Context: an optimization exercise on an open-source flow, tuned for small area, a short achievable clock period and few clock cycles. The choices shown serve that exercise and are no tape-out recipe.
Function was checked by simulation only, so behaviour that the tests miss may differ from the original.
Power and IR drop assume default switching activity.

[design/flow/run.sh]
#!/bin/bash
# synth_recipe.tcl (not shown) runs the flow's synth.tcl, then flattens the netlist and writes it again
# the make line also repeats each setting of config.mk as NAME=value (left out here)
make -C /OpenROAD-flow-scripts/flow DESIGN_CONFIG=/design/flow/config.mk WORK_HOME=/design/flow/orfs CLKGATE_MAP_FILE= SYNTH_SCRIPT=/design/flow/synth_recipe.tcl finish
[design/flow/config.mk]
export PLATFORM = sky130hd
export DESIGN_NAME = ang_track
export DESIGN_NICKNAME = ang_track
export VERILOG_FILES = /design/flow/design.v
export SDC_FILE = /design/flow/constraint.sdc
export NUM_CORES = 4
export LEC_CHECK = 0
export CAP_MARGIN = 20
export CORE_MARGIN = 2
export CORE_UTILIZATION = 40
export SETUP_SLACK_MARGIN = 4
export SLEW_MARGIN = 20
[design/flow/constraint.sdc]
create_clock -name core_clock -period 10.0 [get_ports {clk}]
set_input_delay 2.0000 -clock core_clock [delete_from_list [all_inputs] [get_ports {clk}]]
set_output_delay 2.0000 -clock core_clock [all_outputs]
set_load 0.01 [all_outputs]
[design/flow/design.v]
module ang_track (
    input  wire        clk,
    input  wire        rst,             
    input  wire        load,
    input  wire [63:0] load_angle,
    input  wire [63:0] load_speed,
    input  wire [47:0] load_t,
    input  wire [15:0] load_k,
    input  wire [15:0] cfg_ppr,
    input  wire [3:0]  cfg_kp,
    input  wire [3:0]  cfg_ks,
    input  wire        cmd_valid,
    output wire        cmd_ready,
    input  wire        cmd_epoch,       
    input  wire [47:0] cmd_t,
    output reg         res_valid,
    output wire [63:0] res_angle,
    output wire [31:0] res_speed
);
    localparam [2:0] S_IDLE  = 3'd0,
                     S_PSET  = 3'd1,    
                     S_PDIV  = 3'd2,    
                     S_SET   = 3'd3,    
                     S_RUN   = 3'd4;    
    localparam [2:0] T_MUL   = 3'd0,    
                     T_PRED  = 3'd1,    
                     T_DIFF  = 3'd2,    
                     T_SHIFT = 3'd3,    
                     T_UPD   = 3'd4,    
                     T_CMP   = 3'd5,    
                     T_DONE  = 3'd6;
    localparam [2:0] P_DIV   = 3'd0,    
                     P_SHIFT = 3'd2,    
                     P_ADD   = 3'd3,    
                     P_DONE  = 3'd4;
    reg [63:0] theta;
    reg [63:0] spd;
    reg [47:0] tt;
    reg [15:0] k;
    reg [15:0] bhi;         
    reg [63:0] pub;
    reg [15:0] ppr;
    reg [3:0]  kp;
    reg [3:0]  ks;
    reg [47:0] pitch;       
    reg [2:0]  state;
    reg [2:0]  tst;
    reg [2:0]  pst;
    reg        ep;
    reg [47:0] dt;          
    reg [79:0] acc;         
    reg [4:0]  mi;          
    reg [2:0]  dig;         
    reg [64:0] qd;          
    reg [47:0] rm;          
    reg [3:0]  s8;          
    reg [5:0]  dn;          
    reg [15:0] rs;          
    reg [47:0] qm;          
    reg [4:0]  sn;          
    reg [3:0]  sc;          
    reg [3:0]  sk;          
    assign cmd_ready = (state == S_IDLE);
    assign res_angle = ep ? pub : theta;
    assign res_speed = spd[47:16];
    wire ld_ok  = (state == S_IDLE) || (state == S_PSET) || (state == S_PDIV);
    wire accept = cmd_valid && (state == S_IDLE) && !load;
    wire run    = (state == S_RUN);
    wire [16:0] k1     = {1'b0, k} + 17'd1;
    wire        wrap   = !(k1 < {1'b0, ppr});
    wire [15:0] kn     = wrap ? 16'd0 : k1[15:0];
    wire [15:0] bn     = wrap ? bhi + 16'd1 : bhi;
    function [6:0] blen64(input [63:0] v);
        integer i;
        begin
            blen64 = 7'd0;
            for (i = 0; i < 64; i = i + 1)
                if (v[i]) blen64 = i + 1;
        end
    endfunction
    wire [6:0] p_len  = blen64({48'd0, ppr});
    wire       p_pow2 = ((ppr & (ppr - 16'd1)) == 16'd0);
    wire [6:0] bn_len = (state == S_PSET) ? 7'd49 : 7'd65 - p_len + {6'd0, p_pow2};
    wire [6:0] bd_len = blen64({16'd0, dt});
    wire [7:0] zq     = 8'd63 + {1'b0, bd_len} - {1'b0, bn_len};
    wire [3:0] s8_set = (bd_len == 7'd0) ? 4'd0 :
                        (zq[7:3] >= 5'd8) ? 4'd8 : {1'b0, zq[5:3]};
    wire [5:0] dn_set = 6'd32 - {s8_set, 2'd0};
    wire [49:0] dtx    = {1'b0, dt, 1'b0};
    function [2:0] field(input [49:0] v, input [4:0] j);
        integer i;
        begin
            field = 3'd0;
            for (i = 0; i < 25; i = i + 1)
                if (j == i) field = v[2*i +: 3];
        end
    endfunction
    wire [4:0]  mtop   = bd_len[5:1];       
    wire [4:0]  fidx   = ((state == S_SET) ? mtop : mi) - 5'd1;
    wire [2:0]  fnext  = field(dtx, fidx);
    wire        top2   = bd_len[0] && fnext[2] && (mtop != 5'd0);
    wire op_mul  = run && (tst == T_MUL);
    wire op_pred = run && (tst == T_PRED);
    wire op_diff = run && (tst == T_DIFF) && (sn == 5'd0);
    wire op_upd  = run && (tst == T_UPD);
    wire op_cmp  = run && (tst == T_CMP);
    wire th_busy = op_mul || op_pred || op_diff || op_upd || op_cmp;
    wire div_done = (s8 == 4'd0) && (dn == 6'd0);
    wire op_sub  = run && (pst == P_DIV) && div_done && !th_busy;
    wire op_add  = run && (pst == P_ADD) && !th_busy;
    wire        b_neg  = dig[2] && !(dig[1] && dig[0]);
    wire        b_two  = (dig == 3'b011) || (dig == 3'b100);
    wire        b_zero = (dig == 3'b000) || (dig == 3'b111);
    wire [64:0] b_mag  = b_zero ? 65'd0 : b_two ? {spd, 1'b0} : {1'b0, spd};
    wire [79:0] b_term = {15'd0, b_mag} ^ {80{b_neg}};
    wire [63:0] meas   = {bhi, qm};
    wire        cin_hi = op_cmp || op_sub || !run;
    wire [63:0] x_hi = op_mul            ? acc[77:14] :
                       (op_pred||op_cmp) ? acc[79:16] :
                       op_upd            ? ~acc[79:16] :
                       op_diff           ? ~meas :
                       (op_sub||op_add)  ? qd[63:0] :
                                           {16'd0, cmd_t};
    wire [15:0] x_lo = op_mul ? {acc[13:0], 2'b00} : 16'd0;
    wire [63:0] y_hi = op_mul                     ? b_term[79:16] :
                       (op_pred||op_diff||op_upd) ? theta :
                       op_cmp                     ? ~pub :
                       op_sub                     ? ~spd :
                       op_add                     ? spd :
                                                    {16'hFFFF, ~tt};
    wire [15:0] y_lo = op_mul ? b_term[15:0] : {16{cin_hi}};
    wire        cin  = op_mul ? b_neg : cin_hi;
    wire [80:0] sum  = {1'b0, x_hi, x_lo} + {1'b0, y_hi, y_lo} + {80'd0, cin};
    wire [63:0] s_hi = sum[79:16];
    wire        cout = sum[80];
    wire [48:0] d_sh1  = {rm, qd[63]};
    wire [49:0] d_df1  = {1'b0, d_sh1} - {2'b00, dt};
    wire        d_f1   = !d_df1[49];
    wire [47:0] d_r1   = d_f1 ? d_df1[47:0] : d_sh1[47:0];
    wire [48:0] d_sh2  = {d_r1, qd[62]};
    wire [49:0] d_df2  = {1'b0, d_sh2} - {2'b00, dt};
    wire        d_f2   = !d_df2[49];
    wire [47:0] d_r2   = d_f2 ? d_df2[47:0] : d_sh2[47:0];
    wire [16:0] s_sh1  = {rs, 1'b0};
    wire [17:0] s_df1  = {1'b0, s_sh1} - {2'b00, ppr};
    wire        s_f1   = !s_df1[17];
    wire [15:0] s_r1   = s_f1 ? s_df1[15:0] : s_sh1[15:0];
    wire [16:0] s_sh2  = {s_r1, 1'b0};
    wire [17:0] s_df2  = {1'b0, s_sh2} - {2'b00, ppr};
    wire        s_f2   = !s_df2[17];
    wire [15:0] s_r2   = s_f2 ? s_df2[15:0] : s_sh2[15:0];
    always @(posedge clk) begin
        if (rst) begin
            state     <= S_IDLE;
            res_valid <= 1'b0;
        end else begin
            res_valid <= 1'b0;
            if (sn != 5'd0) begin
                rs <= s_r2;
                qm <= {qm[45:0], s_f1, s_f2};
                sn <= sn - 5'd1;
            end
            if (state == S_PDIV || run) begin
                if (s8 != 4'd0) begin
                    rm <= {rm[39:0], qd[63:56]};
                    qd <= {qd[64], qd[55:0], 8'd0};
                    s8 <= s8 - 4'd1;
                end else if (dn != 6'd0) begin
                    rm <= d_r2;
                    qd <= {qd[64], qd[61:0], d_f1, d_f2};
                    dn <= dn - 6'd1;
                end
            end
            case (state)
                S_IDLE: begin
                    if (accept) begin
                        ep    <= cmd_epoch;
                        dt    <= s_hi[47:0];           
                        qd    <= {1'b0, pitch, 16'd0};
                        state <= S_SET;
                        if (!cmd_epoch) begin
                            tt  <= cmd_t;
                            k   <= kn;
                            bhi <= bn;
                        end
                    end
                end
                S_PSET: begin
                    rs    <= kn;
                    sn    <= 5'd24;
                    rm    <= 48'd0;
                    s8    <= s8_set;
                    dn    <= dn_set;
                    state <= S_PDIV;
                end
                S_PDIV: begin
                    if (div_done) begin
                        pitch <= qd[47:0];
                        state <= S_IDLE;
                    end
                end
                S_SET: begin
                    acc <= (bd_len == 7'd0) ? 80'd0 :
                           top2 ? {15'd0, spd, 1'b0} : {16'd0, spd};
                    mi  <= fidx;
                    dig <= fnext;
                    tst <= (mtop == 5'd0) ? T_PRED : T_MUL;
                    rm  <= 48'd0;
                    if (ep) begin
                        s8  <= 4'd0;
                        dn  <= 6'd0;
                        pst <= P_DONE;
                    end else begin
                        s8  <= s8_set;
                        dn  <= dn_set;
                        pst <= P_DIV;
                    end
                    state <= S_RUN;
                end
                S_RUN: begin
                    case (tst)
                        T_MUL: begin
                            acc <= sum[79:0];
                            mi  <= fidx;
                            dig <= fnext;
                            if (mi == 5'd0)
                                tst <= T_PRED;
                        end
                        T_PRED: begin
                            acc[79:16] <= s_hi;
                            if (ep)
                                tst <= T_CMP;
                            else begin
                                theta <= s_hi;
                                tst   <= T_DIFF;
                            end
                        end
                        T_DIFF:
                            if (op_diff) begin
                                acc[79:16] <= s_hi;
                                sc  <= kp;
                                tst <= (kp == 4'd0) ? T_UPD : T_SHIFT;
                                rs  <= kn;
                                sn  <= 5'd24;
                            end
                        T_SHIFT: begin
                            acc[79:16] <= {acc[79], acc[79:17]};
                            sc <= sc - 4'd1;
                            if (sc == 4'd1)
                                tst <= T_UPD;
                        end
                        T_UPD: begin
                            theta <= s_hi;
                            tst   <= T_DONE;
                        end
                        T_CMP: begin
                            if (cout)
                                pub <= acc[79:16];
                            tst <= T_DONE;
                        end
                        default: ;
                    endcase
                    case (pst)
                        P_DIV:
                            if (op_sub) begin
                                qd  <= {~spd[63] ^ cout, s_hi};
                                sk  <= ks;
                                pst <= (ks == 4'd0) ? P_ADD : P_SHIFT;
                            end
                        P_SHIFT: begin
                            if (sk[3:2] != 2'd0) begin
                                qd <= {{4{qd[64]}}, qd[64:4]};
                                sk <= sk - 4'd4;
                            end else begin
                                qd <= {qd[64], qd[64:1]};
                                sk <= sk - 4'd1;
                            end
                            if (sk == 4'd4 || sk == 4'd1)
                                pst <= P_ADD;
                        end
                        P_ADD:
                            if (op_add) begin
                                spd <= s_hi;
                                pst <= P_DONE;
                            end
                        default: ;
                    endcase
                    if ((tst == T_DONE || op_upd || op_cmp) &&
                        (pst == P_DONE || op_add)) begin
                        res_valid <= 1'b1;
                        state     <= S_IDLE;
                    end
                end
                default: state <= S_IDLE;
            endcase
            if (load && ld_ok) begin
                theta <= load_angle;
                pub   <= load_angle;
                spd   <= load_speed;
                tt    <= load_t;
                k     <= load_k;
                bhi   <= load_angle[63:48];
                ppr   <= cfg_ppr;
                kp    <= cfg_kp;
                ks    <= cfg_ks;
                dt    <= {32'd0, cfg_ppr};
                qd    <= {1'b0, 64'h0001_0000_0000_0000};
                state <= S_PSET;
            end
        end
    end
endmodule
==> results.tsv, run 1 <==
metric	value	unit
status	finished clean	
Cells after Synth	6549	
global route overflow	0	
DR WL met2	121000	µm
peak supply drop	0.141	mV
CTS tree	done	
clock buffer count from CTS	86	
Tot GR Track Use	37.5	%
Avg Cell Area, Syn	8.42	µm²
Cell Pwr Density	186	mW/mm²
via count	59280	
Yosys Warn Count	2	
max_cap viols	0	
WL per Instance	31.3	µm
TNS Setup	0	ns
asr flop ratio synth	0	%
final setup violating endpoints	0	
DRC violations left	0	
Avg Vias per Cell	6.65	
Final Util	53.3	%
sequential power share	28.5	%
1st-pass router iterations	10	
WP data required	10.41	ns
Detailed Place HPWL	181000	µm
post-layout min period	6.59	ns
Die X	375	µm
row cnt	136	
Max Root-Sink Buffers	3	
Critical Path End Type	register	
sequential-to-total area share from yosys stat	37.5	%
cts hold-fix bufs	0	
Final WS setup	3.41	ns
CORE AREA	0.137	mm²
unrepaired setup endpoints after global routing	yes	
Area contributors post-synth	edfxtp_1, nand2_1, a21oi_1, ha_1, a211oi_1	
dpl cell area	0.0606	mm²
switching part of the total	39.8	%
critical path type	register to register	
H-tree depth	3	
Routed met3 length	34900	µm
clk sink count	691	
Buffers on Ports	366	
CP peak stage delay	0.52	ns
DP Worst Slack	1.69	ns
top-area cell type share of the netlist area	37.4	%
num ports	367	
Min Hold Slack	0.449	ns
Post-Syn Nets	7065	
commonest non-fill, non-tap cells in the layout	nand2_1, edfxtp_1, a21oi_1	
Sw Pwr	5.41	mW
Finished Layout Cells	8914	
layout net count	7563	
Initial Utilization	40.2	%
CP dominant cell by count	a211oi_1	
initial DRC count	8937	
root buffer cell	clkbuf_16	
worst path arrival time	7.01	ns
post-layout instance area	0.0731	mm²
Hold Path Class	register to register	
Die Y-Extent	375	µm
post-synth top area cell	edfxtp_1	
clock skew	0.0445	ns
Tot Pwr	13.6	mW
Area Overhead vs Synth	32.5	%
Worst-path clk slew	0.07	ns
highest metal used	met5	
wire length on met1	101000	µm
initial antenna violation count	8	
ANT nets after route	0	
largest net degree at the start of global routing	148	
vias in the first global route	55584	
period utilisation layout	65.9	%
post-synthesis register bit count	691	
WL final	279000	µm
RD Place Congestion	0.963	
clock share of power	23.8	%
slowest CP cell	or4b_4	
Clock Latency Late Sink	0.74	ns
Slew headroom	15.4	%
post-placement cell count	8309	
Post-Syn Area	0.0552	mm²
Gate power share	47.7	%
die area	0.141	mm²
Final Max Tran Viols	0	
crit path launch type	register	
predominant post-synthesis flop cell	edfxtp_1	
Max Freq	152	MHz
layout cells sized above 1	21.9	%
leak pwr	27.8	nW
commonest non-fill, non-tap cell in the layout	nand2_1	
Post-synth EDFFs	687	
Final Hold Vio Count	0	
Power Internal	8.18	mW
Max FO, Critical Path	20	
global-route wire length before repair	390000	µm
filler cell count	12379	
Netlist cell types	94	
Worst Tran Pin Value	1.26	ns
[critical path, delay by kind of cell (launching register included)]
family / cells / cell delay [ns]
compound gates: 13 / 3.07
simple gates: 5 / 1.28
flops: 1 / 0.41
fa+ha+maj: 2 / 0.34
buf+inv: 7 / 1.10
[cell usage after synthesis (33+ instances only)]
cell type and n:
nand2_1 1086, a21oi_1 717, edfxtp_1 687, nor2_1 470
o21ai_0 433, clkbuf_1 417, a211oi_1 297, ha_1 244
inv_1 184, a21o_1 163, xor2_1 161, o22ai_1 141
xnor2_1 130, mux2i_1 126, nand3_1 120, and3_1 83
a221oi_1 77, mux2_2 76, nor3_1 75, buf_1 53
a311oi_1 50, o21a_1 47, a22oi_1 45, nand2b_1 45
a31oi_1 36, nand4_1 35, nor2b_1 35, and2_1 33
buf_4 33, o211ai_1 33, o21bai_1 33, o31ai_1 33
[sequential cells by signal (all words and copies together) (netlist names), 4 cells and up]
register	flops
pub	64
dn	6
tt	48
rm	48
s8	4
theta	64
ks	4
dt	48
sc	4
acc	80
bhi	16
qm	48
ppr	16
sk	4
k	16
mi	5
sn	5
spd	64
pitch	48
kp	4
qd	65
rs	16
[power groups by stage]
stage / Combinational, mW / Sequential [mW] / Clock [mW]
global placement: 4.51 / 3.90 / 0
CTS: 5.64 / 3.84 / 3.22
detailed placement: 4.53 / 3.90 / 0
finish: 6.48 / 3.87 / 3.23
floorplan: 3.23 / 3.71 / 0
global route: 6.86 / 3.87 / 3.34
[layer usage]
metal / vias to the layer above / track usage [%]
li1: 25349 / -
met4: 10 / 24.1
met5: - / 0
met3: 1064 / 10.4
met1: 28528 / 46.5
met2: 4329 / 57.2
[path summary, 6_finish.rpt]
kind | slack [ns] | cells past startpoint | end | start
min reg2reg | 0.45 | 0 | qm[18] | qm[16]
max | 3.41 | 27 | pub[2] | sn[0]
min | 0.45 | 0 | qm[18] | qm[16]
max reg2reg | 3.41 | 27 | pub[2] | sn[0]
[area by class of cell]
type / count / area (µm²) / area share, %
Clock inverter: 59 / 552 / 0.755
Inverter: 185 / 717 / 0.981
Antenna cell: 5 / 12.5 / 0.0171
Clock buffer: 97 / 2210 / 3.03
Timing Repair Buffer: 918 / 9700 / 13.3
Multi-Input combinational cell: 5165 / 36900 / 50.5
Tap cell: 1794 / 2240 / 3.07
Sequential cell: 691 / 20700 / 28.4
[what timing repair did]
action,4_1_cts,5_1_grt
cloned,43,5
setup buffers,259,137
gates resized for setup,721,493
pin swaps,315,270
setup endpoints to repair,450,413
[cell families after synthesis]
family,Yosys count,synth area share (%)
AOI/OAI and AO/OA,2307,26.6
and+or+nand+nor,2104,16.6
muxes,202,3.84
DFF,691,37.5
adders and majority gates,248,5.66
buffers and inverters,704,5.11
xor gates and xnor gates,293,4.68
Testbench counts, summed over its fixed seeds: cycles 117,487.
==> inputs of run 2 (changes only) <==
--- a/design/flow/config.mk
+++ b/design/flow/config.mk
@@ -8,5 +8,5 @@
 export CAP_MARGIN = 20
 export CORE_MARGIN = 2
 export CORE_UTILIZATION = 40
-export SETUP_SLACK_MARGIN = 4
+export SETUP_SLACK_MARGIN = 5
 export SLEW_MARGIN = 20
==> run 2 against run 1 <==
Count of clock-buffer cells in the layout did not move. Highest routed layer unchanged. Still clean. Die area unchanged. Non-clock buffer count increased by 129. Flip-flop and latch count unchanged. Combinational power up 6.6%. Synthesized area is the same. Worst setup slack lost 0.038 ns. Clock power rose by 5%. Hold slack better by 0.0036 ns. Final cell count up 1.5%. Sequential power hardly changed.
==> results.tsv, run 2 <==
metric	value	unit	change
clock skew	0.0443	ns	-0.000179 ns
H-tree depth	3		unchanged
Synth Area in Compound Gates	26.6	%	unchanged
Post-synth EDFFs	687		unchanged
Crit. Startpoint	sn[0]		
Post-Syn Area	0.0552	mm²	unchanged
Max Freq	151	MHz	-0.58%
Gate power share	48.8	%	+1.1 points
cts hold-fix bufs	0		unchanged
Clock Latency Late Sink	0.76	ns	+0.02 ns
TNS Setup	0	ns	unchanged
Largest Register	acc		
Synth Area in Simple Gates	16.6	%	unchanged
asr flop ratio synth	0	%	unchanged
Die X	375	µm	unchanged
Tot GR Track Use	37.7	%	+0.21 points
Final Util	54.8	%	+1.5 points
CP peak stage delay	0.51	ns	about the same
ANT nets after route	0		unchanged
reg2reg path depth	30		+11%
largest net degree at the start of global routing	157		+6.1%
post-synthesis register bit count	691		unchanged
peak supply drop	0.169	mV	+19%
FF-to-FF Start	sn[0]		
Final Max Tran Viols	0		unchanged
filler cell count	12116		-2.1%
Die Y-Extent	375	µm	unchanged
slowest CP cell	or4b_4		
Avg Cell Area, Syn	8.42	µm²	unchanged
mux cell area share after synthesis	3.84	%	unchanged
Initial Utilization	40.2	%	unchanged
Post-Syn Nets	7065		unchanged
post-layout min period	6.63	ns	+0.0384 ns
post-synth top area cell	edfxtp_1		
DRC violations left	0		unchanged
WP data required	10.45	ns	+0.04 ns
CORE AREA	0.137	mm²	unchanged
Final Hold Vio Count	0		unchanged
DP Worst Slack	1.66	ns	-0.0287 ns
switching part of the total	39.4	%	-0.38 points
initial DRC count	9264		+3.7%
top-area cell type share of the netlist area	37.4	%	unchanged
Avg Vias per Cell	6.65		about the same
dpl cell area	0.0610	mm²	+0.71%
xor and xnor area share after synthesis	4.68	%	unchanged
RD Place Congestion	0.986		+2.3%
worst path bufs/invs	8		+1
Critical Path End Type	register		
via count	60177		+1.5%
final setup violating endpoints	0		unchanged
Max Root-Sink Buffers	3		unchanged
num ports	367		unchanged
predominant post-synthesis flop cell	edfxtp_1		
post-placement cell count	8312		+0.036%
vias in the first global route	55450		-0.24%
Detailed Place HPWL	181000	µm	-0.25%
1st-pass router iterations	10		unchanged
crit path launch type	register		
Area contributors post-synth	edfxtp_1, nand2_1, a21oi_1, ha_1, a211oi_1		
initial antenna violation count	16		+8
root buffer cell	clkbuf_16		
row cnt	136		unchanged
critical path type	register to register		
die area	0.141	mm²	unchanged
most common cell in the synthesized netlist	nand2_1		
hold_sp	qm[45]		
Hold Path Class	register to register		
clock buffer count from CTS	85		-1.2%
unrepaired setup endpoints after global routing	yes		
Area Overhead vs Synth	36.3	%	
Max FO, Critical Path	9		-55%
biggest regs	acc x80, qd x65		
r2r setup slk	3.37	ns	-0.04 ns
commonest non-fill, non-tap cells in the layout	nand2_1, edfxtp_1, a21oi_1		
clock share of power	23.9	%	about the same
CP Capture Point	pub[32]		
r2r endpoint	pub[32]		
Final WS setup	3.37	ns	-0.0384 ns
Worst Tran Pin Value	1.38	ns	+0.113 ns
Finished Layout Cells	9044		+1.5%
Slew headroom	7.37	%	-8.1 points
main combinational cell family by area after synthesis	compound AO/OA/AOI/OAI gates		
global route overflow	0		unchanged
Power Internal	8.58	mW	+5.0%
Buffers on Ports	366		unchanged
status	finished clean		
WL per Instance	31.4	µm	+0.54%
Cell Pwr Density	188	mW/mm²	+1.4%
layout net count	7689		+1.7%
most frequent cells after synthesis	nand2_1, a21oi_1, edfxtp_1		
commonest non-fill, non-tap cell in the layout	nand2_1		
period utilisation layout	66.3	%	+0.38 points
Synth Area in Adders	5.66	%	unchanged
WL final	284000	µm	+2.0%
total stage count of the critical path	30		+11%
worst path arrival time	7.08	ns	+0.07 ns
Crit path max-delay family	compound AO/OA/AOI/OAI gates		
CTS tree	done		
Sw Pwr	5.59	mW	+3.4%
post-layout instance area	0.0752	mm²	+2.9%
max reg flops	80		unchanged
clk sink count	691		unchanged
Yosys Warn Count	2		unchanged
layout cells sized above 1	24.5	%	+2.6 points
global-route wire length before repair	392000	µm	+0.40%
CP dominant cell by count	buf_12		
sequential-to-total area share from yosys stat	37.5	%	unchanged
max_cap viols	0		unchanged
Cells after Synth	6549		unchanged
Worst-path clk slew	0.06	ns	about the same
leak pwr	28.7	nW	+3.5%
sequential power share	27.4	%	-1.1 points
Netlist cell types	94		unchanged
-- run 2: cell types whose count changed in the layout (fill, tap and decap cells not counted), moves of 14 or more --
| cell | delta |
|---|---|
| a211oi_1 | +19 |
| a211oi_2 | -20 |
| buf_4 | +100 |
| buf_8 | +14 |
| ha_1 | -16 |
| ha_4 | +15 |
| inv_1 | -20 |
| inv_2 | +15 |
| o21ai_0 | -18 |
| o21ai_1 | +20 |
-- run 2: logic make-up after synthesis --
| family | count (synthesis) |
|---|---|
| AOI/OAI and AO/OA | 2307 |
| and+or+nand+nor | 2104 |
| buffers and inverters | 704 |
| DFF | 691 |
| xor gates and xnor gates | 293 |
| adders and majority gates | 248 |
| muxes | 202 |
-- run 2: worst reg2reg max path: cells and delay by family (launching register included) --
kind            cells  cell delay, ns
fa+ha+maj           2            0.38
buf+inv             8            1.25
simple gates        7            1.39
flops               1            0.41
compound gates     13            2.92
-- run 2: how the worst min path moves through the flow --
stage | to | slack [ns] | cells past startpoint
2_1_floorplan | qm[47] | 0.43 | 0
3_3_place_gp | qm[47] | 0.43 | 0
3_5_place_dp | qm[47] | 0.44 | 0
4_1_cts | qm[47] | 0.45 | 0
5_1_grt | qm[47] | 0.45 | 0
6_report | qm[47] | 0.45 | 0
-- run 2: per-layer routing --
layer / track usage (%) / up-vias / part of all wire [%] / wire (µm)
met5: 0 / - / 0.016 / 46
met2: 57.8 / 4445 / 43 / 123000
li1: - / 25622 / - / -
met4: 23.4 / 8 / 8.2 / 23400
met1: 47.5 / 28917 / 36 / 103000
met3: 9.40 / 1185 / 12 / 35200
-- run 2: area by class of cell --
cell class,instances,area [µm²],area share [%]
sequential,691,20700,27.6
clock buffer,97,2240,2.98
multi-input combinational,5163,37600,50.0
tap,1794,2240,2.99
antenna,6,15.0,0.0200
timing repair buffer,1047,10900,14.5
inverter,185,737,0.980
clock inverter,61,694,0.923
-- run 2: through the flow --
step,hold slack (ns),total power [mW]
after detailed placement,0.438,8.61
after CTS,0.450,13.2
after floorplan,0.426,7.10
final,0.453,14.2
after global routing,0.454,14.7
after global placement,0.432,8.59
-- run 2: power by group through the flow --
| stage | Clock, mW | Combinational, mW | Sequential [mW] |
|---|---|---|---|
| after CTS | 3.37 | 6.03 | 3.85 |
| after global routing | 3.48 | 7.29 | 3.88 |
| after floorplan | 0 | 3.39 | 3.71 |
| final | 3.38 | 6.91 | 3.88 |
| after detailed placement | 0 | 4.71 | 3.90 |
| after global placement | 0 | 4.69 | 3.91 |
-- run 2: timing repair --
item                       4_1_cts  5_1_grt
gates cloned                    43       14
resized for setup              943      383
pin swaps                      310      215
buffers inserted               334      176
setup endpoints to repair      605      504

afterwards: timing with drivers on the ports:
Ports are ideal in the flow. The routed layouts listed here were re-timed in OpenROAD. Step 1 assumes that a clkbuf_16 drives the clock port and a buf_2 every other input. Step 2 moves the port delays by t, midway between the first and last clock arrival at a register: inputs arrive t later, outputs are due t later. That takes back most of the time a late clock gives input paths. a / b / c = ideal ports / drivers / drivers and shift; a / b = the first two.
run | shift t [ns] | setup slack, ns | worst register clock-pin slew, ns | cell pins on the clock port's net
run 1 | 0.805 | 3.409 / 3.409 / 2.771 | 0.07 / 0.07 | 1
run 2 | 0.823 | 3.370 / 3.370 / 2.708 | 0.07 / 0.07 | 1
After both steps setup and hold are still met in every run listed. For run 2, which loses most, drivers alone change the setup slack by 0.000 ns; drivers and shift together by -0.662 ns.
